Background: an optimization exercise with open tools, aiming at small area, a short achievable clock period and few clock cycles. Do not read the settings as production practice. Where RTL was checked, it was by simulation tests only, not by an equivalence proof against the original. No functional check of the RTL was part of runs 1 to 3. Power figures rest on the tool's default switching activity, not on a simulated workload.

`flow/flow/run.sh`:
```
#!/bin/bash
# The standard layout, with the port buffers built from plain buffers
# (buf_2) instead of the cell buffer_ports picks by itself.
set -euo pipefail
export BUFFER_PORTS_ARGS="-buffer_cell sky130_fd_sc_hd__buf_2"
bash standard.sh > standard.log 2>&1
```
`flow/standard.sh`:
```
#!/bin/bash
# synth_recipe.tcl (not shown) runs the flow's synth.tcl, then flattens the netlist and writes it again
# the make line also repeats each setting of config.mk as NAME=value (left out here)
make -C /OpenROAD-flow-scripts/flow DESIGN_CONFIG=/design/flow/config.mk WORK_HOME=/design/flow/orfs CLKGATE_MAP_FILE= SYNTH_SCRIPT=/design/flow/synth_recipe.tcl "${@:-finish}"
```
`flow/config.mk`:
```
export PLATFORM = sky130hd
export DESIGN_NAME = mxenc
export DESIGN_NICKNAME = mxenc
export VERILOG_FILES = /design/flow/design.v
export SDC_FILE = /design/flow/constraint.sdc
export NUM_CORES = 8
export LEC_CHECK = 0
export CAP_MARGIN = 20
export CORE_MARGIN = 2
export CORE_UTILIZATION = 55
export CTS_BUF_LIST = sky130_fd_sc_hd__clkbuf_8
export CTS_CLUSTER_DIAMETER = 50
export CTS_CLUSTER_SIZE = 16
export PLACE_DENSITY = 0.65
export SLEW_MARGIN = 20
export SYNTH_HIERARCHICAL = 0
```
`flow/constraint.sdc`:
```
create_clock -name core_clock -period 24.0 [get_ports {clk}]
set_input_delay 4.8000 -clock core_clock [delete_from_list [all_inputs] [get_ports {clk}]]
set_output_delay 4.8000 -clock core_clock [all_outputs]
set_load 0.01 [all_outputs]
```
`flow/design.v`:
```
module mx_src_pack (
    input  wire [31:0] x,
    output wire [17:0] p
);
    wire [7:0]  e = x[30:23];
    wire [22:0] f = x[22:0];
    wire        e_max  = &e;
    wire        e_zero = ~|e;
    wire        f_zero = ~|f;
    wire        z16 = ~|f[22:7];
    wire [22:0] s1  = z16 ? {f[6:0], 16'b0} : f;
    wire        z8  = ~|s1[22:15];
    wire [22:0] s2  = z8 ? {s1[14:0], 8'b0} : s1;
    wire        z4  = ~|s2[22:19];
    wire [22:0] s3  = z4 ? {s2[18:0], 4'b0} : s2;
    wire        z2  = ~|s3[22:21];
    wire [22:0] s4  = z2 ? {s3[20:0], 2'b0} : s3;
    wire        z1  = ~s4[22];
    wire [22:0] s5  = z1 ? {s4[21:0], 1'b0} : s4;
    wire [4:0]  lz  = {z16, z8, z4, z2, z1};
    reg [8:0] xe;
    reg [7:0] fr;
    always @(*) begin
        if (e_max) begin
            xe = f_zero ? 9'h1FF : 9'h1FE;
            fr = {7'b0, ~f[22]};
        end else if (!e_zero) begin
            xe = {1'b0, e} + 9'd23;
            fr = {f[22:16], |f[15:0]};
        end else if (!f_zero) begin
            xe = 9'd23 - {4'b0, lz};
            fr = {s5[21:15], |s5[14:0]};
        end else begin
            xe = 9'd0;
            fr = 8'd0;
        end
    end
    assign p = {x[31], xe, fr};
endmodule
module mx_enc_align (
    input  wire [13:0] q,
    input  wire [2:0]  fsel,
    input  wire [9:0]  r,
    input  wire        early,    
    output wire        s,
    output wire [2:0]  cls,       
    output wire [9:0]  d,
    output wire [7:0]  pre,
    output wire        g,
    output wire        st
);
    reg [2:0] mb;
    always @(*) begin
        case (fsel)
            3'd0: mb = 3'd3;
            3'd1: mb = 3'd2;
            3'd2: mb = 3'd2;
            3'd3: mb = 3'd3;
            3'd4: mb = 3'd1;
            default: mb = 3'd6;
        endcase
    end
    wire       is_int = (fsel == 3'd5);
    assign s = q[13];
    wire       nm  = q[12];
    wire [3:0] hi  = q[11:8];
    wire [7:0] lo  = q[7:0];
    wire       spc = !nm && (hi == 4'hF);
    assign cls = spc ? ((lo[7:6] == 2'd3) ? 3'd4 : {1'b0, lo[7:6] + 2'd1}) :
                 early ? 3'd4 : 3'd0;
    wire [5:0] dl = is_int ? {2'b0, hi} : {hi, lo[7:6]};
    wire [8:0] m  = is_int ? {1'b1, lo} : {1'b1, lo[5:2], 3'b000, lo[1]};
    assign d = nm ? (r + {4'b0, dl}) : (r - {4'b0, dl});
    wire       dneg = d[9];
    wire [3:0] dn   = 4'd0 - d[3:0];
    wire [3:0] rs   = !dneg ? 4'd0 : (d[9:3] != 7'h7F) ? 4'd8 : dn;
    wire [4:0] t0   = {2'b0, 3'd0 - mb} + {1'b0, rs};
    wire [3:0] t    = (t0 > 5'd10) ? 4'd10 : t0[3:0];
    wire [18:0] w = {m, 10'b0} >> t;
    wire [7:0]  n = w[17:10];
    assign g  = w[9];
    assign st = |w[8:0];
    wire [4:0] eb1  = d[4:0] + 5'd1;
    wire [7:0] mask = ~(8'hFF << mb);
    assign pre = dneg ? n : ((({3'b0, eb1}) << mb) | (n & mask));
endmodule
module mx_enc_round (
    input  wire        s,
    input  wire [2:0]  cls,
    input  wire [7:0]  pre,
    input  wire        g,
    input  wire        st,
    input  wire [2:0]  fsel,
    input  wire        rtz,
    input  wire        nan_inf,
    output reg  [7:0]  code,
    output reg         f_of,
    output reg         f_uf,
    output reg         f_nx
);
    reg [6:0] maxcode;
    reg [2:0] wm1;
    reg       is_int;
    always @(*) begin
        is_int = 1'b0;
        case (fsel)
            3'd0: begin maxcode = 7'h7E; wm1 = 3'd7; end
            3'd1: begin maxcode = 7'h7B; wm1 = 3'd7; end
            3'd2: begin maxcode = 7'h1F; wm1 = 3'd5; end
            3'd3: begin maxcode = 7'h1F; wm1 = 3'd5; end
            3'd4: begin maxcode = 7'h07; wm1 = 3'd3; end
            default: begin maxcode = 7'h7F; wm1 = 3'd7; is_int = 1'b1; end
        endcase
    end
    wire       inc  = !rtz && g && (st || pre[0]);
    wire [7:0] cm   = pre + {7'b0, inc};
    wire       ovf  = cm > {1'b0, maxcode};
    wire       zr   = (cm == 8'd0);
    wire [7:0] sgn = {7'b0, s} << wm1;
    wire [7:0] sat = is_int ? (s ? 8'h81 : 8'h7F) : (sgn | {1'b0, maxcode});
    wire [7:0] int_code = s ? (8'd0 - cm) : cm;
    always @(*) begin
        code = 8'h00;
        f_of = 1'b0;
        f_uf = 1'b0;
        f_nx = 1'b0;
        case (cls)
            3'd4: begin
                f_uf = 1'b1;
                f_nx = 1'b1;
                code = is_int ? 8'h00 : sgn;
            end
            3'd3: code = (fsel == 3'd0) ? 8'h7F : (fsel == 3'd1) ? 8'h7E : 8'h00;
            3'd2: begin
                if (nan_inf && fsel == 3'd1) begin
                    code = sgn | 8'h7C;
                end else begin
                    f_of = 1'b1;
                    f_nx = 1'b1;
                    code = (nan_inf && fsel == 3'd0) ? (sgn | 8'h7F) : sat;
                end
            end
            3'd1: code = is_int ? 8'h00 : sgn;
            default: begin
                if (ovf) begin
                    f_of = 1'b1;
                    f_nx = 1'b1;
                    if (nan_inf && !rtz)
                        code = (fsel == 3'd0) ? (sgn | 8'h7F) : (sgn | 8'h7C);
                    else
                        code = sat;
                end else begin
                    f_nx = g || st;
                    f_uf = zr;
                    code = is_int ? int_code : (sgn | cm);
                end
            end
        endcase
    end
endmodule
module mxenc (
    input  wire         clk,
    input  wire         rst,           
    input  wire         in_valid,
    output wire         in_ready,
    input  wire [31:0]  in_data,       
    input  wire [3:0]   in_fmt,        
    input  wire [3:0]   in_ctl,        
    output reg          out_valid,
    input  wire         out_ready,
    output reg  [7:0]   out_scale,
    output wire [255:0] out_data,
    output reg  [3:0]   out_flags,     
    output reg          out_err        
);
    reg         in_ready_r;
    assign in_ready = in_ready_r;
    wire in_fire = in_valid && in_ready_r && !rst;
    reg [31:0] i0_d;
    reg [3:0]  i0_fmt, i0_ctl;
    reg        i0_v;
    always @(posedge clk) begin
        if (in_fire) begin
            i0_d   <= in_data;
            i0_fmt <= in_fmt;
            i0_ctl <= in_ctl;
        end
    end
    wire [17:0] c0;
    mx_src_pack u_pack (.x(i0_d), .p(c0));
    reg [5:0] i0_cfg;
    always @(*) begin
        i0_cfg[2:0] = 3'd0;
        i0_cfg[5]   = 1'b0;
        case (i0_fmt)
            4'h4: i0_cfg[2:0] = 3'd0;
            4'h5: i0_cfg[2:0] = 3'd1;
            4'h6: i0_cfg[2:0] = 3'd2;
            4'h7: i0_cfg[2:0] = 3'd3;
            4'h8: i0_cfg[2:0] = 3'd4;
            4'h9: i0_cfg[2:0] = 3'd5;
            default: i0_cfg[5] = 1'b1;
        endcase
        if (i0_ctl > 4'd3) i0_cfg[5] = 1'b1;
        if (i0_ctl[0] && !(i0_fmt == 4'h4 || i0_fmt == 4'h5)) i0_cfg[5] = 1'b1;
        i0_cfg[4] = i0_ctl[1];
        i0_cfg[3] = i0_ctl[0];
    end
    reg [4:0]  h;                   
    reg [13:0] ring [0:31];
    reg [4:0]  wcnt;                
    reg [4:0]  dcnt;                
    reg        wm;                  
    reg        dm;                  
    reg        dpend;               
    reg        pd;                  
    wire        stall;
    wire        stall_n;            
    wire        drain  = pd && !stall;
    wire        wr     = i0_v && wm && (!dpend || (wcnt < dcnt) || drain);
    wire [4:0]  h1     = h + 5'd1;
    wire        wlast  = wr && (wcnt == 5'd31);
    wire        wfirst = (wcnt == 5'd0);
    reg  [8:0] lead;                
    reg  [8:0] lc_e;                
    reg  [4:0] lc;                  
    reg        any_nan, any_snan;
    reg  [5:0] cfg_blk;
    wire [8:0] c0_xe   = c0[16:8];
    wire [7:0] c0_fr   = c0[7:0];
    wire       c0_zero = (c0_xe == 9'd0);
    wire       c0_nan  = (c0_xe == 9'h1FE);
    wire       c0_inf  = (c0_xe == 9'h1FF);
    wire       c0_fnz  = !c0_zero && !c0_nan && !c0_inf;
    wire [5:0] k_cfg   = wfirst ? i0_cfg : cfg_blk;
    wire       k_int   = (k_cfg[2:0] == 3'd5);
    reg  [5:0] k_w;                 
    always @(*) begin
        case (k_cfg[2:0])
            3'd0: k_w = 6'd19;
            3'd1: k_w = 6'd33;
            3'd2: k_w = 6'd10;
            3'd3: k_w = 6'd7;
            3'd4: k_w = 6'd5;
            default: k_w = 6'd8;
        endcase
    end
    wire       nolead  = wfirst || (lead == 9'd0);
    wire [9:0] up      = {1'b0, c0_xe} - {1'b0, lead};
    wire [9:0] dnn     = {1'b0, lead} - {1'b0, c0_xe};
    wire       newmax  = c0_fnz && (nolead || dnn[9]);
    wire       restart = newmax && (nolead || (up[9:6] != 4'd0) || (k_int && up[5:4] != 2'd0));
    wire       tinyw   = c0_fnz && !newmax && ((dnn[9:6] != 4'd0) || (dnn[5:0] >= k_w));
    wire [5:0] dl      = restart ? 6'd0 : newmax ? up[5:0] : dnn[5:0];
    reg  [13:0] c0_q;
    always @(*) begin
        if (!c0_fnz || tinyw)
            c0_q = {c0[17], 1'b0, 4'hF, c0_zero ? 2'd0 : c0_inf ? 2'd1 : c0_nan ? 2'd2 : 2'd3,
                    5'd0, c0_fr[0]};
        else if (k_int)
            c0_q = {c0[17], newmax, dl[3:0], c0_fr};
        else
            c0_q = {c0[17], newmax, dl, c0_fr[7:4], |c0_fr[3:0], 1'b0};
    end
    integer ri;
    always @(posedge clk) begin
        for (ri = 0; ri < 31; ri = ri + 1)
            ring[ri] <= ring[ri + 1];
        ring[31] <= wr ? c0_q : ring[0];
    end
    wire dpend_n = wlast || (dpend && !(drain && dcnt == 5'd31));
    wire dm_n    = wlast || drain || (h1 == dcnt);
    wire wm_n    = wr || (h1 == wcnt);
    wire i0_v_n  = (i0_v && !wr) || in_fire;
    always @(posedge clk) begin
        if (rst) begin
            i0_v       <= 1'b0;
            in_ready_r <= 1'b1;
            h          <= 5'd31;
            wcnt       <= 5'd0;
            wm         <= 1'b0;
        end else begin
            i0_v <= i0_v_n;
            h    <= h1;
            wm   <= wm_n;
            if (wr) wcnt <= h1;             
            in_ready_r <= !i0_v_n || (wm_n && (!dpend_n || (dpend_n && dm_n && !stall_n)));
        end
        if (wr) begin
            if (newmax)       lead <= c0_xe;
            else if (wfirst)  lead <= 9'd0;
            if (restart) begin
                lc_e <= c0_xe;
                lc   <= wcnt;
            end
            any_nan  <= c0_nan || (!wfirst && any_nan);
            any_snan <= (c0_nan && c0_fr[0]) || (!wfirst && any_snan);
            if (wfirst) cfg_blk <= i0_cfg;
        end
    end
    always @(posedge clk) begin
        if (rst) begin
            dpend <= 1'b0;
            dcnt  <= 5'd0;
            dm    <= 1'b0;
            pd    <= 1'b0;
        end else begin
            dpend <= dpend_n;
            dm    <= dm_n;
            pd    <= dpend_n && dm_n;
            if (wlast) dcnt <= 5'd0;
            else if (drain) dcnt <= h1;     
        end
    end
    wire [2:0] b_fsel = cfg_blk[2:0];
    reg  [4:0] b_emax;
    reg  [4:0] b_memin;             
    always @(*) begin
        case (b_fsel)
            3'd0: begin b_emax = 5'd8;  b_memin = 5'd6;  end
            3'd1: begin b_emax = 5'd15; b_memin = 5'd14; end
            3'd2: begin b_emax = 5'd4;  b_memin = 5'd2;  end
            3'd3: begin b_emax = 5'd2;  b_memin = 5'd0;  end
            3'd4: begin b_emax = 5'd2;  b_memin = 5'd0;  end
            default: begin b_emax = 5'd0; b_memin = 5'd0; end
        endcase
    end
    wire [9:0] sc_raw   = {1'b0, lead} - 10'd23 - {5'b0, b_emax};
    wire [7:0] b_scale  = (lead == 9'd0) ? 8'd127 : sc_raw[9] ? 8'd0 : sc_raw[7:0];
    wire [8:0] b_kb     = {1'b0, b_scale} + 9'd23 - {4'b0, b_memin};
    wire [9:0] b_r      = {1'b0, lc_e} - {1'b0, b_kb};
    wire       b_err    = cfg_blk[5];
    wire       b_nanblk = any_nan && (b_fsel != 3'd0) && (b_fsel != 3'd1);
    reg  [2:0] a_fsel;
    reg        a_rtz, a_naninf, a_err, a_nanblk, a_snan;
    reg  [7:0] a_scale;
    reg  [4:0] a_lc;
    reg  [2:0] r_fsel;
    reg        r_rtz, r_naninf, r_zero;
    reg  [1:0] r_wsel;              
    wire drain0 = drain && (dcnt == 5'd0);
    always @(posedge clk) begin
        if (drain0) begin
            a_fsel   <= b_fsel;
            a_rtz    <= cfg_blk[4];
            a_naninf <= cfg_blk[3];
            a_err    <= b_err;
            a_nanblk <= b_nanblk;
            a_snan   <= any_snan;
            a_scale  <= b_scale;
            a_lc     <= lc;
        end
    end
    reg        d1_v;
    reg [13:0] d1_q;
    wire       d1_first = (dcnt == 5'd1);
    wire       d1_last  = (dcnt == 5'd0);
    wire [4:0] d1_idx   = dcnt - 5'd1;
    reg  [9:0] rr;                  
    always @(posedge clk) begin
        if (rst) d1_v <= 1'b0;
        else if (!stall) d1_v <= drain;
        if (!stall) d1_q <= ring[0];
    end
    wire       al_s, al_g, al_st;
    wire [2:0] al_cls;
    wire [9:0] al_d;
    wire [7:0] al_pre;
    mx_enc_align u_align (
        .q(d1_q), .fsel(a_fsel), .r(rr), .early(d1_idx < a_lc),
        .s(al_s), .cls(al_cls), .d(al_d), .pre(al_pre), .g(al_g), .st(al_st)
    );
    always @(posedge clk) begin
        if (drain0) rr <= b_r;
        else if (d1_v && !stall && al_cls == 3'd0 && d1_q[12]) rr <= al_d;
    end
    reg        d2_v;
    reg        d2_s, d2_g, d2_st;
    reg [2:0]  d2_cls;
    reg [7:0]  d2_pre;
    reg [1:0]  d2_idx;
    reg        d2_first, d2_last;
    always @(posedge clk) begin
        if (rst) d2_v <= 1'b0;
        else if (!stall) d2_v <= d1_v;
        if (!stall) begin
            d2_s     <= al_s;
            d2_g     <= al_g;
            d2_st    <= al_st;
            d2_cls   <= al_cls;
            d2_pre   <= al_pre;
            d2_idx   <= d1_idx[1:0];
            d2_first <= d1_first;
            d2_last  <= d1_last;
            if (d1_v && d1_first) begin
                r_fsel   <= a_fsel;
                r_rtz    <= a_rtz;
                r_naninf <= a_naninf;
                r_zero   <= a_err || a_nanblk;
                r_wsel   <= a_err ? 2'd0 : (a_fsel == 3'd2 || a_fsel == 3'd3) ? 2'd1 :
                            (a_fsel == 3'd4) ? 2'd2 : 2'd0;
            end
        end
    end
    wire [7:0] e_code;
    wire       e_of, e_uf, e_nx;
    mx_enc_round u_round (
        .s(d2_s), .cls(d2_cls), .pre(d2_pre), .g(d2_g), .st(d2_st),
        .fsel(r_fsel), .rtz(r_rtz), .nan_inf(r_naninf),
        .code(e_code), .f_of(e_of), .f_uf(e_uf), .f_nx(e_nx)
    );
    wire [7:0] code = r_zero ? 8'd0 : e_code;
    reg  [2:0] facc;                
    wire [2:0] fl_now = d2_first ? {e_of, e_uf, e_nx} : (facc | {e_of, e_uf, e_nx});
    reg [247:0] o;
    reg [7:0]   t;
    assign out_data = {t, o};
    reg [7:0] acc;                  
    reg       emit;
    reg [7:0] byte_in;
    always @(*) begin
        case (r_wsel)
            2'd1: begin
                emit = (d2_idx != 2'd0);
                case (d2_idx)
                    2'd1: byte_in = {code[1:0], acc[5:0]};
                    2'd2: byte_in = {code[3:0], acc[3:0]};
                    default: byte_in = {code[5:0], acc[1:0]};
                endcase
            end
            2'd2: begin
                emit    = d2_idx[0];
                byte_in = {code[3:0], acc[3:0]};
            end
            default: begin
                emit    = !d2_first;
                byte_in = acc;
            end
        endcase
    end
    assign stall = out_valid && d2_v && emit;
    wire take  = d2_v && !stall;
    wire shift = take && emit;
    wire   out_valid_n = (out_valid && !out_ready) || (take && d2_last);
    assign stall_n = out_valid_n && (stall ? emit : (d1_v && !d1_first));
    always @(posedge clk) begin
        if (take) begin
            facc <= fl_now;
            case (r_wsel)
                2'd1: case (d2_idx)
                    2'd0: acc <= {2'b0, code[5:0]};
                    2'd1: acc <= {4'b0, code[5:2]};
                    2'd2: acc <= {6'b0, code[5:4]};
                    default: ;
                endcase
                2'd2: acc <= {4'b0, code[3:0]};
                default: acc <= code;
            endcase
            if (d2_last) t <= (r_wsel == 2'd0) ? code : 8'd0;
        end
        if (shift) begin
            o[239:0]   <= o[247:8];
            o[247:240] <= (r_wsel == 2'd0) ? byte_in : 8'd0;
            if (r_wsel == 2'd1) o[191:184] <= byte_in;
            if (r_wsel == 2'd2) o[127:120] <= byte_in;
        end
    end
    always @(posedge clk) begin
        if (rst) begin
            out_valid <= 1'b0;
        end else begin
            if (out_valid && out_ready) out_valid <= 1'b0;
            if (take && d2_last) begin
                out_valid      <= 1'b1;
                out_flags[2:0] <= r_zero ? 3'd0 : fl_now;
            end
        end
        if (take && d2_idx == 2'd1) begin
            out_scale    <= a_err ? 8'd0 : a_nanblk ? 8'hFF : a_scale;
            out_err      <= a_err;
            out_flags[3] <= a_snan && !a_err;
        end
    end
endmodule
```
==> results of run 1 <==
[power by group]
part	leakage, µW	internal, µW	switching, µW
logic	0.00499	58.2	92.1
clock network	0.000883	377	520
registers	0.00769	1610	14.9
[flip-flops by register name, indices dropped and copies added (netlist names), 9 cells and up]
name / cells
lead: 9
ring: 448
d1_q: 14
i0_d: 32
rr: 10
lc_e: 9
o: 248
[worst register-to-register path: stages (launching register included)]
cell,delay (ps)
sky130_fd_sc_hd__edfxtp_1,520
sky130_fd_sc_hd__nand3b_1,650
sky130_fd_sc_hd__mux2i_1,410
sky130_fd_sc_hd__ha_1,210
sky130_fd_sc_hd__nand2_1,90
sky130_fd_sc_hd__nor3_1,370
sky130_fd_sc_hd__nor2_1,80
sky130_fd_sc_hd__ha_1,390
sky130_fd_sc_hd__a2111oi_0,340
sky130_fd_sc_hd__o21ai_0,240
sky130_fd_sc_hd__a41oi_2,250
sky130_fd_sc_hd__xor2_1,90
sky130_fd_sc_hd__buf_4,220
sky130_fd_sc_hd__nor4_1,300
sky130_fd_sc_hd__ha_1,210
sky130_fd_sc_hd__inv_1,60
sky130_fd_sc_hd__fa_1,890
sky130_fd_sc_hd__inv_1,260
sky130_fd_sc_hd__nand2_1,190
sky130_fd_sc_hd__nand2_1,60
sky130_fd_sc_hd__o21ai_0,120
sky130_fd_sc_hd__o22a_1,600
sky130_fd_sc_hd__a21boi_0,390
sky130_fd_sc_hd__o211ai_1,140
sky130_fd_sc_hd__a2111oi_0,520
sky130_fd_sc_hd__o211ai_1,140
[placed cells by master, fill, tap and decap left out, drive strengths merged, types with 8 or more instances in the layout]
cell type  netlist  layout
o211ai          26      26
o22ai           11      11
nor2b           28      28
nand2b          13      13
ha             106     106
o21a            10      10
edfxtp         422     422
nand4           13      13
xor2            31      31
buf              9     326
clkbuf          53      82
nor2           165     165
nor4            13      13
mux2            16      16
or2             16      16
o31ai           14      14
a31oi           15      15
clkinv           2      18
xnor2           40      40
and3            16      16
nor3b            9       9
o21ai          110     110
a21o            17      17
inv            120     149
mux2i           25      25
a32oi           10      10
a211oi          20      20
a21oi           93      93
a21boi           8       8
nor3            45      45
and2            21      21
nand2          152     152
nand3           36      36
or3              8       8
o2111ai         11      11
dfxtp          471     471
[per-layer routing]
metal	GRT usage [%]	part of all wire, %	vias up
met4	7.54	2.5	2
met5	0	0.020	-
met1	29.4	43	8910
met2	36.6	48	576
li1	-	-	8918
met3	4.60	6.7	102
[kinds of logic after synthesis]
| group | after synthesis |
|---|---|
| mux | 41 |
| buf+inv | 184 |
| fa+ha+maj | 113 |
| xor+xnor | 71 |
| simple gates | 559 |
| flops | 893 |
| compound gates | 426 |
[cell type report]
type / count / area, µm²
flip-flops and latches: 893 / 22100
fillers: 4267 / 21000
multi-input cells: 1210 / 8190
repair buffers: 326 / 1680
clock buffers: 82 / 1130
well taps: 756 / 946
clock inverters: 49 / 518
inverters: 122 / 458
diodes: 2 / 5.00
[stage by stage]
stage | worst slack, ps | instance area (µm²)
5_1_grt | 15280 | 35000
2_1_floorplan | 11660 | 31000
3_3_place_gp | 16140 | 33400
3_5_place_dp | 16110 | 33400
6_report | 15990 | 35000
4_1_cts | 16030 | 35000
[path summary, 6_finish.rpt]
path / to / startpoint / slack [ps] / cells after the start
worst min-delay path: ring[18][11] / ring[19][11] / 300 / 0
worst min register to register: ring[18][11] / ring[19][11] / 300 / 0
worst max-delay path: d2_st / a_fsel[1] / 15990 / 25
worst max register to register: d2_st / a_fsel[1] / 15990 / 25
==> summary.txt, run 1 <==
Iteration-0 DRC Markers=1371; final wirelength=66400 µm; clock-pin slew of the registers on the worst-case setup and hold paths=90 ps; final worst path period need=8010 ps; number of design rule violations left after detail routing=0; post-synthesis instance total=2287; most common flop cell mapped by yosys=sky130_fd_sc_hd__dfxtp_1; type of the most critical hold path=register to register; Synth top cells by count=sky130_fd_sc_hd__dfxtp_1, sky130_fd_sc_hd__edfxtp_1, sky130_fd_sc_hd__nor2_1; maximum number of pins on one net before global-route repair=slightly below 90; final clock skew=52.3 ps; number of max-capacitance violations reported=0; starting utilization of the core area=55.3%; peak supply drop=0.0000781 V; achievable frequency=0.125 GHz; per-instance average area after synthesis=13.6 µm²; residual overflow from global routing=0; routed length per placed instance=19.3 µm; share of synthesized cell area in full adder, half adder and majority cells=4.73%; initial antenna violation count=3; count of input and output buffers=314; number of failing hold endpoints at the final stage=0; Required @ worst endpoint=24420 ps; multiplexer fraction of the synthesized cell area=roughly 1.4%; post-layout util=62.5%; fraction of final layout cells sized beyond drive strength 1=19.1%; count of different cell masters after synthesis=98; setup tns final=0 ps; number of non-filler instances in the completed layout=3440; latest clock arrival within the worst-skew pair=730 ps; outcome=no timing/DRC/antenna violations; sequential-to-total area share from yosys stat=71.3%; top post-synthesis cells by area=sky130_fd_sc_hd__edfxtp_1, sky130_fd_sc_hd__dfxtp_1, sky130_fd_sc_hd__ha_1, sky130_fd_sc_hd__nor2_1, sky130_fd_sc_hd__nand2_1; CTS sink count=slightly below 900; largest family of logic cells by synthesized area=compound AO/OA/AOI/OAI gates; Synthesis Warnings=5; Cells after DPL=3306; worst max-slew margin expressed relative to the limit=26.8%; setup repair after global routing missed its margin=false; total vias in the final route=18500; Final #Nets=2790; delay-heaviest family, CP=compound AO/OA/AOI/OAI gates; peak per-stage delay on the critical path=roughly 900 ps; area enclosed by the die boundary=58300 µm²; Clock H-tree levels=3; fraction of post-synthesis cell area in the top cell type by area=40.9%; die span in y=241 µm; part of the cycle the worst path needs=~33%; total half-perimeter wirelength after legalization and detailed placement=48700 µm; fin. max-slew vios=0; sort of element at the end of the critical path=register; leading cell type by number of instances after synthesis=sky130_fd_sc_hd__dfxtp_1; Total GRT Usage=22.2%; area growth from synthesis to layout=13.0%; standard cell core area=56100 µm²; vias per cell=5.38; launching element type of the critical path=register; count of flip-flops with a built-in enable after synthesis=between 400 and 500; vias in the first global route=17500; die boundary width=between 200 and 250 µm; simple-gate share of the synthesized area=8.96%; kind of critical path=register to register; num ports=between 300 and 400; number of buffers between clock root and the deepest sink=3; TritonCTS Buffers=80; top fanout value on the critical path=20; post-synthesis async set-or-reset flop share=0%; overall power consumption=approximately 2700 µW; post-synthesis cell area=between 30000 and 40000 µm²; syn nets=2444; post-route ant nets=0; routability congestion estimate=0.876; clock tree from TritonCTS=yes; Pre-antenna DRT Iters=5; first-pass GRT wire length=approximately 99000 µm; synthesized-area fraction occupied by ao, oa, aoi and oai cells=9.32%; final-layout worst hold slack=between 300 and 400 ps; CTS hold repair buffers=0; std cell rows=87; share of the synthesized netlist area taken by xor and xnor gates=2.01%; post-synthesis cell type with the largest combined area=sky130_fd_sc_hd__edfxtp_1; P per Cell Area=around 76 nW/µm²; leakage power figure=0.0136 µW; Gates resized, CTS repair=0; slowest cell on the critical path=sky130_fd_sc_hd__fa_1; Post-CTS Setup Inserts=0; Final setup viols=0; Worst Tran Pin Value=around 1100 ps; clock root buffer=sky130_fd_sc_hd__clkbuf_8; WP data arrival=8430 ps; FF+latch count, synth=893; WP buf/inv=3
==> run 2, diff against run 1 <==
--- a/flow/design.v
+++ b/flow/design.v
@@ -38,12 +38,10 @@
     assign p = {x[31], xe, fr};
 endmodule
 module mx_enc_align (
-    input  wire [13:0] q,
+    input  wire [6:0]  dl,
+    input  wire [7:0]  m,
     input  wire [2:0]  fsel,
     input  wire [9:0]  r,
-    input  wire        early,    
-    output wire        s,
-    output wire [2:0]  cls,       
     output wire [9:0]  d,
     output wire [7:0]  pre,
     output wire        g,
@@ -60,23 +58,13 @@
             default: mb = 3'd6;
         endcase
     end
-    wire       is_int = (fsel == 3'd5);
-    assign s = q[13];
-    wire       nm  = q[12];
-    wire [3:0] hi  = q[11:8];
-    wire [7:0] lo  = q[7:0];
-    wire       spc = !nm && (hi == 4'hF);
-    assign cls = spc ? ((lo[7:6] == 2'd3) ? 3'd4 : {1'b0, lo[7:6] + 2'd1}) :
-                 early ? 3'd4 : 3'd0;
-    wire [5:0] dl = is_int ? {2'b0, hi} : {hi, lo[7:6]};
-    wire [8:0] m  = is_int ? {1'b1, lo} : {1'b1, lo[5:2], 3'b000, lo[1]};
-    assign d = nm ? (r + {4'b0, dl}) : (r - {4'b0, dl});
+    assign d = r - {{3{dl[6]}}, dl};
     wire       dneg = d[9];
     wire [3:0] dn   = 4'd0 - d[3:0];
     wire [3:0] rs   = !dneg ? 4'd0 : (d[9:3] != 7'h7F) ? 4'd8 : dn;
     wire [4:0] t0   = {2'b0, 3'd0 - mb} + {1'b0, rs};
     wire [3:0] t    = (t0 > 5'd10) ? 4'd10 : t0[3:0];
-    wire [18:0] w = {m, 10'b0} >> t;
+    wire [18:0] w = {1'b1, m, 10'b0} >> t;
     wire [7:0]  n = w[17:10];
     assign g  = w[9];
     assign st = |w[8:0];
@@ -207,7 +195,7 @@
         i0_cfg[3] = i0_ctl[0];
     end
     reg [4:0]  h;                   
-    reg [13:0] ring [0:31];
+    reg [12:0] ring [0:31];
     reg [4:0]  wcnt;                
     reg [4:0]  dcnt;                
     reg        wm;                  
@@ -246,21 +234,21 @@
         endcase
     end
     wire       nolead  = wfirst || (lead == 9'd0);
-    wire [9:0] up      = {1'b0, c0_xe} - {1'b0, lead};
-    wire [9:0] dnn     = {1'b0, lead} - {1'b0, c0_xe};
-    wire       newmax  = c0_fnz && (nolead || dnn[9]);
-    wire       restart = newmax && (nolead || (up[9:6] != 4'd0) || (k_int && up[5:4] != 2'd0));
-    wire       tinyw   = c0_fnz && !newmax && ((dnn[9:6] != 4'd0) || (dnn[5:0] >= k_w));
-    wire [5:0] dl      = restart ? 6'd0 : newmax ? up[5:0] : dnn[5:0];
-    reg  [13:0] c0_q;
+    wire [9:0] dlw     = {1'b0, lead} - {1'b0, c0_xe};
+    wire       newmax  = c0_fnz && (nolead || dlw[9]);
+    wire       restart = c0_fnz && (nolead || (dlw[9] && (dlw[8:6] != 3'b111 ||
+                                   (k_int && (dlw[5:3] != 3'b111 || dlw[2:0] == 3'd0)))));
+    wire       tinyw   = c0_fnz && !newmax && ((dlw[8:6] != 3'd0) || (dlw[5:0] >= k_w));
+    wire [6:0] dlq     = restart ? 7'd0 : dlw[6:0];
+    wire [1:0] c0_sc   = c0_zero ? 2'd0 : c0_inf ? 2'd1 : c0_nan ? 2'd2 : 2'd3;
+    reg  [12:0] c0_q;
     always @(*) begin
-        if (!c0_fnz || tinyw)
-            c0_q = {c0[17], 1'b0, 4'hF, c0_zero ? 2'd0 : c0_inf ? 2'd1 : c0_nan ? 2'd2 : 2'd3,
-                    5'd0, c0_fr[0]};
-        else if (k_int)
-            c0_q = {c0[17], newmax, dl[3:0], c0_fr};
+        if (k_int)
+            c0_q = (!c0_fnz || tinyw) ? {c0[17], 4'b1000, c0_sc, 6'd0}
+                                      : {c0[17], dlq[3:0], c0_fr};
         else
-            c0_q = {c0[17], newmax, dl, c0_fr[7:4], |c0_fr[3:0], 1'b0};
+            c0_q = (!c0_fnz || tinyw) ? {c0[17], 7'd63, c0_sc, 3'd0}
+                                      : {c0[17], dlq, c0_fr[7:4], |c0_fr[3:0]};
     end
     integer ri;
     always @(posedge clk) begin
@@ -335,6 +323,7 @@
     reg        a_rtz, a_naninf, a_err, a_nanblk, a_snan;
     reg  [7:0] a_scale;
     reg  [4:0] a_lc;
+    reg        a_int;
     reg  [2:0] r_fsel;
     reg        r_rtz, r_naninf, r_zero;
     reg  [1:0] r_wsel;              
@@ -349,30 +338,43 @@
             a_snan   <= any_snan;
             a_scale  <= b_scale;
             a_lc     <= lc;
+            a_int    <= (b_fsel == 3'd5);
         end
     end
     reg        d1_v;
-    reg [13:0] d1_q;
+    reg        d1_s, d1_spc;
+    reg [6:0]  d1_dl;
+    reg [7:0]  d1_m;
     wire       d1_first = (dcnt == 5'd1);
     wire       d1_last  = (dcnt == 5'd0);
     wire [4:0] d1_idx   = dcnt - 5'd1;
     reg  [9:0] rr;                  
+    wire [12:0] hq    = ring[0];
+    wire        h_int = drain0 ? (b_fsel == 3'd5) : a_int;
     always @(posedge clk) begin
         if (rst) d1_v <= 1'b0;
         else if (!stall) d1_v <= drain;
-        if (!stall) d1_q <= ring[0];
+        if (!stall) begin
+            d1_s   <= hq[12];
+            d1_spc <= h_int ? (hq[11:8] == 4'b1000) : (hq[11:5] == 7'd63);
+            d1_dl  <= h_int ? {{3{hq[11]}}, hq[11:8]} : hq[11:5];
+            d1_m   <= h_int ? hq[7:0] : {hq[4:1], 3'b000, hq[0]};
+        end
     end
-    wire       al_s, al_g, al_st;
-    wire [2:0] al_cls;
+    wire [1:0] d1_sc  = d1_m[7:6];
+    wire       early  = (d1_idx < a_lc);
+    wire [2:0] al_cls = d1_spc ? ((d1_sc == 2'd3) ? 3'd4 : {1'b0, d1_sc + 2'd1}) :
+                        early ? 3'd4 : 3'd0;
+    wire       al_g, al_st;
     wire [9:0] al_d;
     wire [7:0] al_pre;
     mx_enc_align u_align (
-        .q(d1_q), .fsel(a_fsel), .r(rr), .early(d1_idx < a_lc),
-        .s(al_s), .cls(al_cls), .d(al_d), .pre(al_pre), .g(al_g), .st(al_st)
+        .dl(d1_dl), .m(d1_m), .fsel(a_fsel), .r(rr),
+        .d(al_d), .pre(al_pre), .g(al_g), .st(al_st)
     );
     always @(posedge clk) begin
         if (drain0) rr <= b_r;
-        else if (d1_v && !stall && al_cls == 3'd0 && d1_q[12]) rr <= al_d;
+        else if (d1_v && !stall && !d1_spc && !early && d1_dl[6]) rr <= al_d;
     end
     reg        d2_v;
     reg        d2_s, d2_g, d2_st;
@@ -384,7 +386,7 @@
         if (rst) d2_v <= 1'b0;
         else if (!stall) d2_v <= d1_v;
         if (!stall) begin
-            d2_s     <= al_s;
+            d2_s     <= d1_s;
             d2_g     <= al_g;
             d2_st    <= al_st;
             d2_cls   <= al_cls;
==> summary.txt, run 2 <==
FF+latch count, synth=865 (-3.1%); routed length per placed instance=20.5 µm (+6.4%); total half-perimeter wirelength after legalization and detailed placement=50000 µm (+2.6%); Iteration-0 DRC Markers=1421 (+3.6%); r2r worst-path depth=21 (-16%); launching element type of the critical path=register; Worst R2R End=ring[31][11]; FF-to-FF setup slack=17470 ps (+1470 ps); die span in y=238 µm (-1.4%); post-synthesis instance total=2190 (-4.2%); outcome=no timing/DRC/antenna violations; Critical Path, Cell by Cell=nor4_2, nand2_1, a21o_4, inv_2, a221oi_2, a32oi_2, a21oi_1, o21ai_1, inv_1, ha_1, fa_1, xnor2_1, ha_1, a21o_1, a2111o_1, nand4_1, nand4_1, a31oi_4, and2_1, a21oi_1, o31ai_2; maximum number of pins on one net before global-route repair=194 (+120%); P per Cell Area=74.4 nW/µm² (-2.4%); Worst Tran Pin Value=1090 ps (-3.84 ps); GRT met1 Usage=30.7% (+1.2 points); Final #Nets=2691 (-3.5%); CTS sink count=865 (-3.1%); final worst path period need=6530 ps (-1470 ps); Switching Power=571 µW (-8.9%); starting utilization of the core area=55.7% (+0.45 points); Reg with most FFs=ring; vias in the first global route=17600 (+0.66%); first-pass GRT wire length=103000 µm (+3.9%); Synth top cells by count=sky130_fd_sc_hd__dfxtp_1, sky130_fd_sc_hd__edfxtp_1, sky130_fd_sc_hd__nor2_1; top fanout value on the critical path=13 (-35%); final wirelength=67600 µm (+1.9%); number of buffers between clock root and the deepest sink=3 (unchanged); top post-synthesis cells by area=sky130_fd_sc_hd__edfxtp_1, sky130_fd_sc_hd__dfxtp_1, sky130_fd_sc_hd__ha_1, sky130_fd_sc_hd__nor2_1, sky130_fd_sc_hd__a21oi_1; std cell rows=85 (-2.3%); num ports=315 (unchanged); area enclosed by the die boundary=56600 µm² (-2.8%); total vias in the final route=18400 (-0.48%); peak supply drop=0.0000676 V (-13%); count of different cell masters after synthesis=102 (+4.1%); most frequent cells in the layout=sky130_fd_sc_hd__dfxtp_1, sky130_fd_sc_hd__edfxtp_1, sky130_fd_sc_hd__buf_2; post-synthesis async set-or-reset flop share=0% (unchanged); fin. max-slew vios=0 (unchanged); Gates resized, CTS repair=0 (unchanged); fraction of final layout cells sized beyond drive strength 1=19.8% (+0.77 points); standard cell core area=54000 µm² (-3.6%); TritonCTS Buffers=81 (+1.3%); count of input and output buffers=314 (unchanged); worst-case hold path end point=ring[1][9]; post-synthesis cell area=30100 µm² (-2.8%); leakage power figure=0.0132 µW (-3.0%); clock root buffer=sky130_fd_sc_hd__clkbuf_8; vias per cell=5.59 (+3.9%); hold path startpoint=ring[2][9]; M3 GR Usage=4.71% (+0.11 points); count of flip-flops with a built-in enable after synthesis=425 (+0.71%); RR Startpoint=i0_d[17]; fraction of post-synthesis cell area in the top cell type by area=42.4% (+1.5 points); type of the most critical hold path=register to register; Synthesis Warnings=5 (unchanged); Required @ worst endpoint=24590 ps (+170 ps); fill count=4144 (-2.9%); area growth from synthesis to layout=13.1%; Min-Delay Path Depth=0 (unchanged); residual overflow from global routing=0 (unchanged); latest clock arrival within the worst-skew pair=690 ps (-40 ps); worst max-slew margin expressed relative to the limit=27.3% (+0.53 points); part of the cycle the worst path needs=27.2% (-6.1 points); registers with the highest flip-flop counts=ring: 416 flops, o: 248 flops, i0_d: 32 flops; clock tree from TritonCTS=yes; routability congestion estimate=0.946 (+8.0%); CTS hold repair buffers=0 (unchanged); achievable frequency=0.153 GHz (+23%); flip-flop count of the largest register after layout=416 (-7.1%); post-route ant nets=0 (unchanged); slowest cell on the critical path=sky130_fd_sc_hd__nor4_2; initial antenna violation count=3 (unchanged); syn nets=2335 (-4.5%); number of design rule violations left after detail routing=0 (unchanged); most used routing layer=met2; post-synthesis cell type with the largest combined area=sky130_fd_sc_hd__edfxtp_1; WP data arrival=7120 ps (-1310 ps); Combinational Power Share=3.7% (-1.9 points); GRT met2 Usage=39.6% (+3.0 points); Total GRT Usage=23.6% (+1.4 points); number of failing hold endpoints at the final stage=0 (unchanged); P_int=1960 µW (-3.9%); kind of critical path=register to register; number of max-capacitance violations reported=0 (unchanged); sequential cell fraction of total power=61.8% (+1.0 points); sort of element at the end of the critical path=register; per-instance average area after synthesis=13.8 µm² (+1.5%); WP buf/inv=2 (-1); setup tns final=0 ps (unchanged); setup repair after global routing missed its margin=false; peak per-stage delay on the critical path=880 ps (about the same); Final setup viols=0 (unchanged); Post-CTS Setup Inserts=0 (unchanged); power share of the clock group=34.5% (+0.9 points); Clock H-tree levels=3 (unchanged); sequential-to-total area share from yosys stat=71.6% (+0.32 points); most common flop cell mapped by yosys=sky130_fd_sc_hd__dfxtp_1; final-layout worst hold slack=317 ps (+12.7 ps); final clock skew=37.6 ps (-14.8 ps); Pre-antenna DRT Iters=5 (unchanged); leading cell type by number of instances after synthesis=sky130_fd_sc_hd__dfxtp_1; most common library cell in the layout ignoring fill and taps=sky130_fd_sc_hd__dfxtp_1; die boundary width=238 µm (-1.4%); switching power as a share of total power=22.5% (-0.94 points); delay-heaviest family, CP=compound AO/OA/AOI/OAI gates; clock-pin slew of the registers on the worst-case setup and hold paths=90 ps (about the same)
==> run 2: cell families (layout without fill, tap and decap cells) <==
logic type | Yosys count | count (layout) | share of synthesized area, %
multiplexers | 35 | 35 | 1.28
AO/OA/AOI/OAI | 428 | 428 | 10.0
flip-flops | 865 | 865 | 71.6
AND/OR/NAND/NOR | 515 | 515 | 8.44
buffers and inverters | 178 | 586 | 2.33
adder cells (fa/ha/maj) | 102 | 102 | 4.38
other | 0 | 1 | 0
XOR/XNOR | 67 | 67 | 1.95
==> run 2: metrics by stage <==
step                utilization, %  worst slack, ps  cells  power (µW)  area [µm²]
global placement              60.0            17540   3159        1690       32400
CTS                           63.1            17580   3294        2560       34100
floorplan                        -            11640   2190        1660       30100
detailed placement            60.0            17450   3159        1690       32400
finish                        63.1            17470   3295        2540       34100
global route                  63.1            17170   3295        2630       34100
==> run 2: final cells by class <==
class | count | area, µm² | area share (%)
timing repair buffer | 327 | 1680 | 4.93
tap | 696 | 871 | 2.56
sequential | 865 | 21600 | 63.3
clock inverter | 50 | 457 | 1.34
clock buffer | 85 | 1170 | 3.43
multi-input combinational | 1147 | 7860 | 23.1
inverter | 124 | 465 | 1.37
antenna | 1 | 2.50 | 0.00734
==> run 2: worst max path at each step <==
stage,startpoint,end,slack (ps),depth (start not counted)
global route,i0_d[17],ring[31][11],17170,21
floorplan,r_wsel[0],o[0],11640,6
global placement,rst,in_ready_r,17540,5
detailed placement,rst,in_ready_r,17450,5
CTS,i0_d[17],ring[31][11],17580,21
finish,i0_d[17],ring[31][11],17470,21
==> run 2: worst register-to-register path: stages, from the launching register on <==
cell                       delay [ps]
sky130_fd_sc_hd__edfxtp_1         490
sky130_fd_sc_hd__nor4_2           880
sky130_fd_sc_hd__nand2_1          350
sky130_fd_sc_hd__a21o_4           340
sky130_fd_sc_hd__inv_2            220
sky130_fd_sc_hd__a221oi_2         120
sky130_fd_sc_hd__a32oi_2          320
sky130_fd_sc_hd__a21oi_1          170
sky130_fd_sc_hd__o21ai_1          290
sky130_fd_sc_hd__inv_1            150
sky130_fd_sc_hd__ha_1             240
sky130_fd_sc_hd__fa_1             400
sky130_fd_sc_hd__xnor2_1          370
sky130_fd_sc_hd__ha_1             300
sky130_fd_sc_hd__a21o_1           180
sky130_fd_sc_hd__a2111o_1         400
sky130_fd_sc_hd__nand4_1           90
sky130_fd_sc_hd__nand4_1          160
sky130_fd_sc_hd__a31oi_4          270
sky130_fd_sc_hd__and2_1           340
sky130_fd_sc_hd__a21oi_1          130
sky130_fd_sc_hd__o31ai_2          250
==> run 2: power groups by stage <==
stage               Sequential [µW]  Combinational [µW]  Clock (µW)
floorplan                      1590                68.3           0
global placement               1600                90.8           0
detailed placement             1600                91.5           0
CTS                            1570                92.1         906
global route                   1570                 103         955
finish                         1570                92.9         876
==> run 2: routing by layer <==
| metal | up-vias | part of all wire, % |
|---|---|---|
| met4 | 2 | 3.1 |
| met5 | - | 0.018 |
| li1 | 8669 | - |
| met3 | 127 | 6.5 |
| met1 | 8920 | 42 |
| met2 | 702 | 48 |
==> run 3, diff against run 2 <==
--- a/flow/design.v
+++ b/flow/design.v
@@ -1,12 +1,23 @@
 module mx_src_pack (
     input  wire [31:0] x,
-    output wire [17:0] p
+    output wire [1:0]  cls,     
+    output wire [8:0]  xs,
+    output reg  [7:0]  fr
 );
     wire [7:0]  e = x[30:23];
     wire [22:0] f = x[22:0];
     wire        e_max  = &e;
     wire        e_zero = ~|e;
     wire        f_zero = ~|f;
+    assign cls = e_max ? (f_zero ? 2'd2 : 2'd3) : (e_zero && f_zero) ? 2'd1 : 2'd0;
+    reg [4:0] lz;
+    integer i;
+    always @(*) begin
+        lz = 5'd22;
+        for (i = 0; i < 23; i = i + 1)
+            if (f[i]) lz = 5'd22 - i[4:0];
+    end
+    assign xs = e_zero ? (9'd0 - {4'b0, lz}) : {1'b0, e};
     wire        z16 = ~|f[22:7];
     wire [22:0] s1  = z16 ? {f[6:0], 16'b0} : f;
     wire        z8  = ~|s1[22:15];
@@ -17,25 +28,12 @@
     wire [22:0] s4  = z2 ? {s3[20:0], 2'b0} : s3;
     wire        z1  = ~s4[22];
     wire [22:0] s5  = z1 ? {s4[21:0], 1'b0} : s4;
-    wire [4:0]  lz  = {z16, z8, z4, z2, z1};
-    reg [8:0] xe;
-    reg [7:0] fr;
     always @(*) begin
-        if (e_max) begin
-            xe = f_zero ? 9'h1FF : 9'h1FE;
-            fr = {7'b0, ~f[22]};
-        end else if (!e_zero) begin
-            xe = {1'b0, e} + 9'd23;
+        if (!e_zero)
             fr = {f[22:16], |f[15:0]};
-        end else if (!f_zero) begin
-            xe = 9'd23 - {4'b0, lz};
+        else
             fr = {s5[21:15], |s5[14:0]};
-        end else begin
-            xe = 9'd0;
-            fr = 8'd0;
-        end
     end
-    assign p = {x[31], xe, fr};
 endmodule
 module mx_enc_align (
     input  wire [6:0]  dl,
@@ -174,8 +172,11 @@
             i0_ctl <= in_ctl;
         end
     end
-    wire [17:0] c0;
-    mx_src_pack u_pack (.x(i0_d), .p(c0));
+    wire [1:0] c0_cls;
+    wire [8:0] c0_xs;
+    wire [7:0] c0_fr;
+    mx_src_pack u_pack (.x(i0_d), .cls(c0_cls), .xs(c0_xs), .fr(c0_fr));
+    wire       c0_s = i0_d[31];
     reg [5:0] i0_cfg;
     always @(*) begin
         i0_cfg[2:0] = 3'd0;
@@ -210,16 +211,15 @@
     wire        wlast  = wr && (wcnt == 5'd31);
     wire        wfirst = (wcnt == 5'd0);
     reg  [8:0] lead;                
+    reg        any_fnz;             
     reg  [8:0] lc_e;                
     reg  [4:0] lc;                  
     reg        any_nan, any_snan;
     reg  [5:0] cfg_blk;
-    wire [8:0] c0_xe   = c0[16:8];
-    wire [7:0] c0_fr   = c0[7:0];
-    wire       c0_zero = (c0_xe == 9'd0);
-    wire       c0_nan  = (c0_xe == 9'h1FE);
-    wire       c0_inf  = (c0_xe == 9'h1FF);
-    wire       c0_fnz  = !c0_zero && !c0_nan && !c0_inf;
+    wire       c0_zero = (c0_cls == 2'd1);
+    wire       c0_inf  = (c0_cls == 2'd2);
+    wire       c0_nan  = (c0_cls == 2'd3);
+    wire       c0_fnz  = (c0_cls == 2'd0);
     wire [5:0] k_cfg   = wfirst ? i0_cfg : cfg_blk;
     wire       k_int   = (k_cfg[2:0] == 3'd5);
     reg  [5:0] k_w;                 
@@ -233,8 +233,8 @@
             default: k_w = 6'd8;
         endcase
     end
-    wire       nolead  = wfirst || (lead == 9'd0);
-    wire [9:0] dlw     = {1'b0, lead} - {1'b0, c0_xe};
+    wire       nolead  = wfirst || !any_fnz;
+    wire [9:0] dlw     = {lead[8], lead} - {c0_xs[8], c0_xs};
     wire       newmax  = c0_fnz && (nolead || dlw[9]);
     wire       restart = c0_fnz && (nolead || (dlw[9] && (dlw[8:6] != 3'b111 ||
                                    (k_int && (dlw[5:3] != 3'b111 || dlw[2:0] == 3'd0)))));
@@ -244,11 +244,11 @@
     reg  [12:0] c0_q;
     always @(*) begin
         if (k_int)
-            c0_q = (!c0_fnz || tinyw) ? {c0[17], 4'b1000, c0_sc, 6'd0}
-                                      : {c0[17], dlq[3:0], c0_fr};
+            c0_q = (!c0_fnz || tinyw) ? {c0_s, 4'b1000, c0_sc, 6'd0}
+                                      : {c0_s, dlq[3:0], c0_fr};
         else
-            c0_q = (!c0_fnz || tinyw) ? {c0[17], 7'd63, c0_sc, 3'd0}
-                                      : {c0[17], dlq, c0_fr[7:4], |c0_fr[3:0]};
+            c0_q = (!c0_fnz || tinyw) ? {c0_s, 7'd63, c0_sc, 3'd0}
+                                      : {c0_s, dlq, c0_fr[7:4], |c0_fr[3:0]};
     end
     integer ri;
     always @(posedge clk) begin
@@ -275,14 +275,14 @@
             in_ready_r <= !i0_v_n || (wm_n && (!dpend_n || (dpend_n && dm_n && !stall_n)));
         end
         if (wr) begin
-            if (newmax)       lead <= c0_xe;
-            else if (wfirst)  lead <= 9'd0;
+            if (newmax) lead <= c0_xs;
+            any_fnz <= c0_fnz || (!wfirst && any_fnz);
             if (restart) begin
-                lc_e <= c0_xe;
+                lc_e <= c0_xs;
                 lc   <= wcnt;
             end
             any_nan  <= c0_nan || (!wfirst && any_nan);
-            any_snan <= (c0_nan && c0_fr[0]) || (!wfirst && any_snan);
+            any_snan <= (c0_nan && !i0_d[22]) || (!wfirst && any_snan);
             if (wfirst) cfg_blk <= i0_cfg;
         end
     end
@@ -313,10 +313,9 @@
             default: begin b_emax = 5'd0; b_memin = 5'd0; end
         endcase
     end
-    wire [9:0] sc_raw   = {1'b0, lead} - 10'd23 - {5'b0, b_emax};
-    wire [7:0] b_scale  = (lead == 9'd0) ? 8'd127 : sc_raw[9] ? 8'd0 : sc_raw[7:0];
-    wire [8:0] b_kb     = {1'b0, b_scale} + 9'd23 - {4'b0, b_memin};
-    wire [9:0] b_r      = {1'b0, lc_e} - {1'b0, b_kb};
+    wire [9:0] sc_raw   = {lead[8], lead} - {5'b0, b_emax};
+    wire [7:0] b_scale  = !any_fnz ? 8'd127 : sc_raw[9] ? 8'd0 : sc_raw[7:0];
+    wire [9:0] b_r      = {lc_e[8], lc_e} - {2'b0, b_scale} + {5'b0, b_memin};
     wire       b_err    = cfg_blk[5];
     wire       b_nanblk = any_nan && (b_fsel != 3'd0) && (b_fsel != 3'd1);
     reg  [2:0] a_fsel;
==> summary.txt, run 3 <==
maximum number of pins on one net before global-route repair=181 (-6.7%); kind of critical path=register to output port; peak supply drop=0.0000699 V (+3.5%); fraction of post-synthesis cell area in the top cell type by area=42.9% (+0.55 points); count of different cell masters after synthesis=93 (-8.8%); number of failing hold endpoints at the final stage=0 (unchanged); Reg with most FFs=ring; area enclosed by the die boundary=56100 µm² (-1.0%); setup tns final=0 ps (unchanged); number of design rule violations left after detail routing=0 (unchanged); final-layout worst hold slack=324 ps (+6.24 ps); most common flop cell mapped by yosys=sky130_fd_sc_hd__dfxtp_1; Final setup viols=0 (unchanged); delay-heaviest family, CP=flip-flops; residual overflow from global routing=0 (unchanged); post-synthesis cell type with the largest combined area=sky130_fd_sc_hd__edfxtp_1; count of input and output buffers=314 (unchanged); die boundary width=237 µm (-0.51%); type of the most critical hold path=register to register; routed length per placed instance=19.5 µm (-5.1%); achievable frequency=0.160 GHz (+4.9%); peak per-stage delay on the critical path=510 ps (-370 ps); flip-flop count of the largest register after layout=416 (unchanged); Clock H-tree levels=3 (unchanged); standard cell core area=53700 µm² (-0.59%); Total GRT Usage=22.3% (-1.2 points); FF+latch count, synth=866 (+0.12%); count of flip-flops with a built-in enable after synthesis=426 (+0.24%); post-synthesis async set-or-reset flop share=0% (unchanged); sort of element at the end of the critical path=output port; registers with the highest flip-flop counts=ring: 416 flops, o: 248 flops, i0_d: 32 flops; post-route ant nets=0 (unchanged); part of the cycle the worst path needs=26.0% (-1.3 points); total half-perimeter wirelength after legalization and detailed placement=45600 µm (-8.6%); post-synthesis cell area=29800 µm² (-1.0%); WP buf/inv=1 (-1); P per Cell Area=75.0 nW/µm² (+0.81%); per-instance average area after synthesis=13.7 µm² (-0.18%); routability congestion estimate=0.904 (-4.4%); latest clock arrival within the worst-skew pair=700 ps (about the same); number of non-filler instances in the completed layout=3251 (-1.3%); Synthesis Warnings=5 (unchanged); num ports=315 (unchanged); fill count=4086 (-1.4%); Required @ worst endpoint=19200 ps (-5390 ps); WP data arrival=1430 ps (-5690 ps); top fanout value on the critical path=7 (-6); starting utilization of the core area=55.5% (-0.25 points); multi-input gate area in the final layout=7510 µm² (-4.5%); initial antenna violation count=2 (-1); clock tree from TritonCTS=yes; post-layout util=62.6% (-0.44 points); post-synthesis instance total=2171 (-0.87%); worst max-slew margin expressed relative to the limit=33.7% (+6.4 points); syn nets=2301 (-1.5%); Iteration-0 DRC Markers=1442 (+1.5%); sequential standard cell area=21600 µm² (+0.14%); TritonCTS Buffers=77 (-4.9%); area growth from synthesis to layout=12.9%; Synth top cells by count=sky130_fd_sc_hd__dfxtp_1, sky130_fd_sc_hd__edfxtp_1, sky130_fd_sc_hd__nor2_1; slowest cell on the critical path=sky130_fd_sc_hd__dfxtp_1; setup repair after global routing missed its margin=false; Gates resized, CTS repair=0 (unchanged); Cells after DPL=3116 (-1.4%); fraction of final layout cells sized beyond drive strength 1=19.2% (-0.67 points); Pre-antenna DRT Iters=5 (unchanged); final wirelength=63300 µm (-6.4%); outcome=no timing/DRC/antenna violations; Final #Nets=2629 (-2.3%); total vias in the final route=17800 (-3.3%); number of buffers between clock root and the deepest sink=3 (unchanged); die span in y=237 µm (-0.51%); sequential-to-total area share from yosys stat=72.5% (+0.86 points); fin. max-slew vios=0 (unchanged); vias per cell=5.48 (-2.0%); clock root buffer=sky130_fd_sc_hd__clkbuf_8; vias in the first global route=17000 (-3.8%); final clock skew=28.8 ps (-8.78 ps); most frequent cells in the layout=sky130_fd_sc_hd__dfxtp_1, sky130_fd_sc_hd__edfxtp_1, sky130_fd_sc_hd__buf_2; top post-synthesis cells by area=sky130_fd_sc_hd__edfxtp_1, sky130_fd_sc_hd__dfxtp_1, sky130_fd_sc_hd__ha_1, sky130_fd_sc_hd__nor2_1, sky130_fd_sc_hd__nand2_1; CTS sink count=866 (+0.12%); number of max-capacitance violations reported=0 (unchanged); CTS hold repair buffers=0 (unchanged); final worst path period need=6230 ps (-303 ps); most common library cell in the layout ignoring fill and taps=sky130_fd_sc_hd__dfxtp_1; first-pass GRT wire length=97400 µm (-5.3%); Post-CTS Setup Inserts=0 (unchanged); leading cell type by number of instances after synthesis=sky130_fd_sc_hd__dfxtp_1; leakage power figure=0.0129 µW (-2.0%); std cell rows=85 (unchanged); Worst Tran Pin Value=994 ps (-96.2 ps); clock-pin slew of the registers on the worst-case setup and hold paths=100 ps (about the same); Critical Path, Cell by Cell=buf_2; launching element type of the critical path=register
## run 3: final timing paths
kind / slack, ps / from / cells after the start / endpoint
setup / recovery: 17770 / out_valid / 1 / out_valid
hold / removal: 320 / ring[25][9] / 0 / ring[24][9]
setup reg to reg: 17990 / i0_d[9] / 21 / ring[31][6]
hold reg to reg: 320 / ring[25][9] / 0 / ring[24][9]
## run 3: power breakdown
group | total, µW | switching (µW) | internal (µW)
logic | 74.6 | 45.9 | 28.8
clock network | 873 | 499 | 374
registers | 1580 | 14.9 | 1560
## run 3: layout make-up
cell class,count,area share [%]
clock inverters,54,1.55
well taps,696,2.59
clock buffers,79,3.23
inverters,110,1.23
repair buffers,321,4.86
diodes,2,0.0149
flip-flops and latches,866,64.2
multi-input cells,1123,22.3
## run 3: cells by family after synthesis
logic type / Yosys count / synth area share (%)
compound gates: 431 / 9.76
xor+xnor: 63 / 1.85
fa+ha+maj: 86 / 3.81
buf+inv: 182 / 2.40
flops: 866 / 72.5
mux: 32 / 1.15
simple gates: 511 / 8.54
## run 3: through the flow
| step | worst slack (ps) | total power (µW) | instance area, µm² |
|---|---|---|---|
| 3_3_place_gp | 17570 | 1680 | 32000 |
| 3_5_place_dp | 17510 | 1680 | 32000 |
| 2_1_floorplan | 10910 | 1660 | 29800 |
| 4_1_cts | 17720 | 2550 | 33600 |
| 6_report | 17770 | 2520 | 33600 |
| 5_1_grt | 17480 | 2620 | 33600 |
## run 3: per-layer routing
metal | part of all wire [%] | GRT usage, % | up-vias
li1 | - | - | 8507
met1 | 43 | 29.8 | 8589
met2 | 48 | 36.9 | 597
met3 | 6.1 | 4.73 | 118
met4 | 2.9 | 7.10 | 0
met5 | 0 | 0 | -
==> run 4, diff against run 3 <==
--- a/flow/design.v
+++ b/flow/design.v
@@ -1,8 +1,9 @@
 module mx_src_pack (
     input  wire [31:0] x,
+    input  wire [4:0]  nsh,
     output wire [1:0]  cls,     
     output wire [8:0]  xs,
-    output reg  [7:0]  fr
+    output wire [7:0]  fr
 );
     wire [7:0]  e = x[30:23];
     wire [22:0] f = x[22:0];
@@ -10,30 +11,8 @@
     wire        e_zero = ~|e;
     wire        f_zero = ~|f;
     assign cls = e_max ? (f_zero ? 2'd2 : 2'd3) : (e_zero && f_zero) ? 2'd1 : 2'd0;
-    reg [4:0] lz;
-    integer i;
-    always @(*) begin
-        lz = 5'd22;
-        for (i = 0; i < 23; i = i + 1)
-            if (f[i]) lz = 5'd22 - i[4:0];
-    end
-    assign xs = e_zero ? (9'd0 - {4'b0, lz}) : {1'b0, e};
-    wire        z16 = ~|f[22:7];
-    wire [22:0] s1  = z16 ? {f[6:0], 16'b0} : f;
-    wire        z8  = ~|s1[22:15];
-    wire [22:0] s2  = z8 ? {s1[14:0], 8'b0} : s1;
-    wire        z4  = ~|s2[22:19];
-    wire [22:0] s3  = z4 ? {s2[18:0], 4'b0} : s2;
-    wire        z2  = ~|s3[22:21];
-    wire [22:0] s4  = z2 ? {s3[20:0], 2'b0} : s3;
-    wire        z1  = ~s4[22];
-    wire [22:0] s5  = z1 ? {s4[21:0], 1'b0} : s4;
-    always @(*) begin
-        if (!e_zero)
-            fr = {f[22:16], |f[15:0]};
-        else
-            fr = {s5[21:15], |s5[14:0]};
-    end
+    assign xs  = e_zero ? (9'd0 - {4'b0, nsh}) : {1'b0, e};
+    assign fr  = e_zero ? {f[21:15], |f[14:0]} : {f[22:16], |f[15:0]};
 endmodule
 module mx_enc_align (
     input  wire [6:0]  dl,
@@ -165,17 +144,25 @@
     reg [31:0] i0_d;
     reg [3:0]  i0_fmt, i0_ctl;
     reg        i0_v;
+    reg [4:0]  nsh;                 
+    wire       i0_un = (i0_d[30:23] == 8'd0) && (i0_d[22:0] != 23'd0) && !i0_d[22];
     always @(posedge clk) begin
         if (in_fire) begin
             i0_d   <= in_data;
             i0_fmt <= in_fmt;
             i0_ctl <= in_ctl;
+            nsh    <= 5'd0;
+        end else if (i0_v && i0_un) begin
+            i0_d[22:0] <= {i0_d[21:0], 1'b0};
+            nsh        <= nsh + 5'd1;
         end
     end
+    wire in_un   = (in_data[30:23] == 8'd0) && (in_data[22:0] != 23'd0) && !in_data[22];
+    wire i0_ok_n = in_fire ? !in_un : (!i0_un || i0_d[21]);
     wire [1:0] c0_cls;
     wire [8:0] c0_xs;
     wire [7:0] c0_fr;
-    mx_src_pack u_pack (.x(i0_d), .cls(c0_cls), .xs(c0_xs), .fr(c0_fr));
+    mx_src_pack u_pack (.x(i0_d), .nsh(nsh), .cls(c0_cls), .xs(c0_xs), .fr(c0_fr));
     wire       c0_s = i0_d[31];
     reg [5:0] i0_cfg;
     always @(*) begin
@@ -206,7 +193,7 @@
     wire        stall;
     wire        stall_n;            
     wire        drain  = pd && !stall;
-    wire        wr     = i0_v && wm && (!dpend || (wcnt < dcnt) || drain);
+    wire        wr     = i0_v && !i0_un && wm && (!dpend || (wcnt < dcnt) || drain);
     wire [4:0]  h1     = h + 5'd1;
     wire        wlast  = wr && (wcnt == 5'd31);
     wire        wfirst = (wcnt == 5'd0);
@@ -272,7 +259,7 @@
             h    <= h1;
             wm   <= wm_n;
             if (wr) wcnt <= h1;             
-            in_ready_r <= !i0_v_n || (wm_n && (!dpend_n || (dpend_n && dm_n && !stall_n)));
+            in_ready_r <= !i0_v_n || (i0_ok_n && wm_n && (!dpend_n || (dpend_n && dm_n && !stall_n)));
         end
         if (wr) begin
             if (newmax) lead <= c0_xs;
==> summary.txt, run 4 <==
outcome=no timing/DRC/antenna violations; Required @ worst endpoint=19200 ps (about the same); FF-to-FF setup slack=17890 ps (-100 ps); number of non-filler instances in the completed layout=3183 (-2.1%); WP data arrival=1410 ps (-20 ps); number of buffers between clock root and the deepest sink=3 (unchanged); post-layout instance area=33200 µm² (-1.3%); Iteration-0 DRC Markers=1054 (-27%); fin. max-slew vios=0 (unchanged); final worst path period need=6200 ps (-26.6 ps); Post-CTS Setup Inserts=0 (unchanged); FF+latch count, synth=871 (+0.58%); post-synthesis instance total=2104 (-3.1%); top post-synthesis cells by area=sky130_fd_sc_hd__edfxtp_1, sky130_fd_sc_hd__dfxtp_1, sky130_fd_sc_hd__ha_1, sky130_fd_sc_hd__nand2_1, sky130_fd_sc_hd__nor2_1; number of max-capacitance violations reported=0 (unchanged); leading cell type by number of instances after synthesis=sky130_fd_sc_hd__dfxtp_1; achievable frequency=0.161 GHz (+0.43%); Final setup viols=0 (unchanged); final clock skew=27.3 ps (-1.45 ps); fill count=3997 (-2.2%); vias per cell=5.33 (-2.6%); Clock H-tree levels=3 (unchanged); syn nets=2237 (-2.8%); Total GRT Usage=20.5% (-1.8 points); standard cell core area=52700 µm² (-2.0%); die span in y=235 µm (-0.66%); post-synthesis cell area=29400 µm² (-1.3%); sort of element at the end of the critical path=output port; total vias in the final route=17000 (-4.7%); routed length per placed instance=18.2 µm (-6.4%); registers with the highest flip-flop counts=ring: 416 flops, o: 248 flops, i0_d: 32 flops; post-synthesis cell type with the largest combined area=sky130_fd_sc_hd__edfxtp_1; delay-heaviest family, CP=flip-flops; launching instance or port of the critical path=out_valid; Reg with most FFs=ring; part of the cycle the worst path needs=25.9% (-0.11 points); vias in the first global route=16200 (-4.5%); P per Cell Area=74.6 nW/µm² (-0.53%); post-layout util=63.1% (+0.42 points); hold path startpoint=ring[11][10]; number of failing hold endpoints at the final stage=0 (unchanged); Final #Nets=2582 (-1.8%); die boundary width=235 µm (-0.66%); CTS sink count=871 (+0.58%); final wirelength=58000 µm (-8.4%); sequential-to-total area share from yosys stat=73.8% (+1.3 points); Worst Tran Pin Value=1020 ps (+28.0 ps); initial antenna violation count=0 (-2); total half-perimeter wirelength after legalization and detailed placement=41700 µm (-8.6%); fraction of post-synthesis cell area in the top cell type by area=43.5% (+0.58 points); most common library cell in the layout ignoring fill and taps=sky130_fd_sc_hd__dfxtp_1; Synth top cells by count=sky130_fd_sc_hd__dfxtp_1, sky130_fd_sc_hd__edfxtp_1, sky130_fd_sc_hd__nand2_1; worst-case hold path end point=ring[10][10]; starting utilization of the core area=55.8% (+0.35 points); fraction of final layout cells sized beyond drive strength 1=19.8% (+0.69 points); area enclosed by the die boundary=55300 µm² (-1.3%); peak per-stage delay on the critical path=500 ps (about the same); leakage power figure=0.0129 µW (+0.32%); WP buf/inv=1 (unchanged); Synthesis Warnings=4 (-1); clock tree from TritonCTS=yes; type of the most critical hold path=register to register; Pre-antenna DRT Iters=7 (+2); slowest cell on the critical path=sky130_fd_sc_hd__dfxtp_1; count of flip-flops with a built-in enable after synthesis=426 (unchanged); Ant. Diodes=0 (-2); routability congestion estimate=0.882 (-2.4%); maximum number of pins on one net before global-route repair=94 (-48%); placed cell area=31700 µm² (-1.0%); most frequent cells in the layout=sky130_fd_sc_hd__dfxtp_1, sky130_fd_sc_hd__edfxtp_1, sky130_fd_sc_hd__buf_2; num ports=315 (unchanged); post-synthesis async set-or-reset flop share=0% (unchanged); count of different cell masters after synthesis=99 (+6.5%); flip-flop count of the largest register after layout=416 (unchanged); Min-Delay Path Depth=0 (unchanged); post-route ant nets=0 (unchanged); clock-pin slew of the registers on the worst-case setup and hold paths=90 ps (about the same); setup repair after global routing missed its margin=false; area growth from synthesis to layout=12.9% (about the same); number of design rule violations left after detail routing=0 (unchanged); setup tns final=0 ps (unchanged); std cell rows=84 (-1.2%); latest clock arrival within the worst-skew pair=680 ps (-20 ps); clock root buffer=sky130_fd_sc_hd__clkbuf_8; Worst R2R End=d2_st; count of input and output buffers=314 (unchanged); first-pass GRT wire length=90200 µm (-7.3%); residual overflow from global routing=0 (unchanged); launching element type of the critical path=register; kind of critical path=register to output port; Cells after DPL=3061 (-1.8%); CTS hold repair buffers=0 (unchanged); Gates resized, CTS repair=0 (unchanged); worst max-slew margin expressed relative to the limit=31.8% (-1.9 points); RR Startpoint=d1_dl[0]; top fanout value on the critical path=6 (-1); r2r worst-path depth=19 (-9.5%); most common flop cell mapped by yosys=sky130_fd_sc_hd__dfxtp_1; Critical Path, Cell by Cell=buf_2; peak supply drop=0.0000637 V (-8.9%); per-instance average area after synthesis=14.0 µm² (+1.8%); TritonCTS Buffers=74 (-3.9%)
[run 4: cell count changes after synthesis, sizes merged, moves of 6 or more]
cell	change
o31ai	-6
buf	-16
a221oi	-7
xnor2	-6
or4	-7
o211ai	-12
o21ai	-20
a21oi	-35
o21bai	-6
nor4	+8
nand2	+54
a21o	-8
[run 4: layer usage]
metal  global-route usage (%)  share of wire, %  up-vias  routed length, µm
li1                         -                 -     8174                  -
met3                     3.69               5.1       96               2940
met1                     27.2                43     8235              25100
met5                        0                 0        -                  0
met4                     6.37               2.6        0               1500
met2                     34.7                49      473              28500
[run 4: metrics by stage]
| stage | hold WS (ps) | setup WS (ps) | total power, µW |
|---|---|---|---|
| 5_1_grt | 328 | 17460 | 2570 |
| 4_1_cts | 328 | 17730 | 2510 |
| 6_report | 322 | 17800 | 2480 |
| 3_5_place_dp | 312 | 17210 | 1670 |
| 3_3_place_gp | 310 | 17380 | 1670 |
| 2_1_floorplan | 310 | 10940 | 1650 |
[run 4: layout make-up]
type	count	area [µm²]	share of cell area, %
clock buffers	78	1070	3.23
clock inverters	44	427	1.28
inverters	106	398	1.20
multi-input cells	1071	7090	21.3
flip-flops and latches	871	21700	65.4
well taps	688	861	2.59
repair buffers	325	1660	4.99
[run 4: how the worst max path moves through the flow]
stage | cells past startpoint | endpoint
final | 1 | out_valid
after global routing | 18 | d2_st
after CTS | 1 | out_valid
after detailed placement | 6 | in_ready_r
after global placement | 6 | in_ready_r
after floorplan | 7 | o[0]
[run 4: cells by family (layout without fill, tap and decap cells)]
| group | count (synthesis) | in the layout | synth area share (%) |
|---|---|---|---|
| flops | 871 | 871 | 73.8 |
| fa+ha+maj | 90 | 90 | 4.03 |
| compound gates | 327 | 327 | 7.88 |
| xor+xnor | 61 | 61 | 1.82 |
| simple gates | 562 | 562 | 9.17 |
| buf+inv | 162 | 553 | 2.11 |
| mux | 31 | 31 | 1.19 |
[run 4: where the power goes]
group          switching, µW  internal [µW]
Combinational           37.7           24.8
Clock                    483            362
Sequential              8.40           1560
Testbench counts of run 4, summed over its fixed seeds: cycles 12,576.
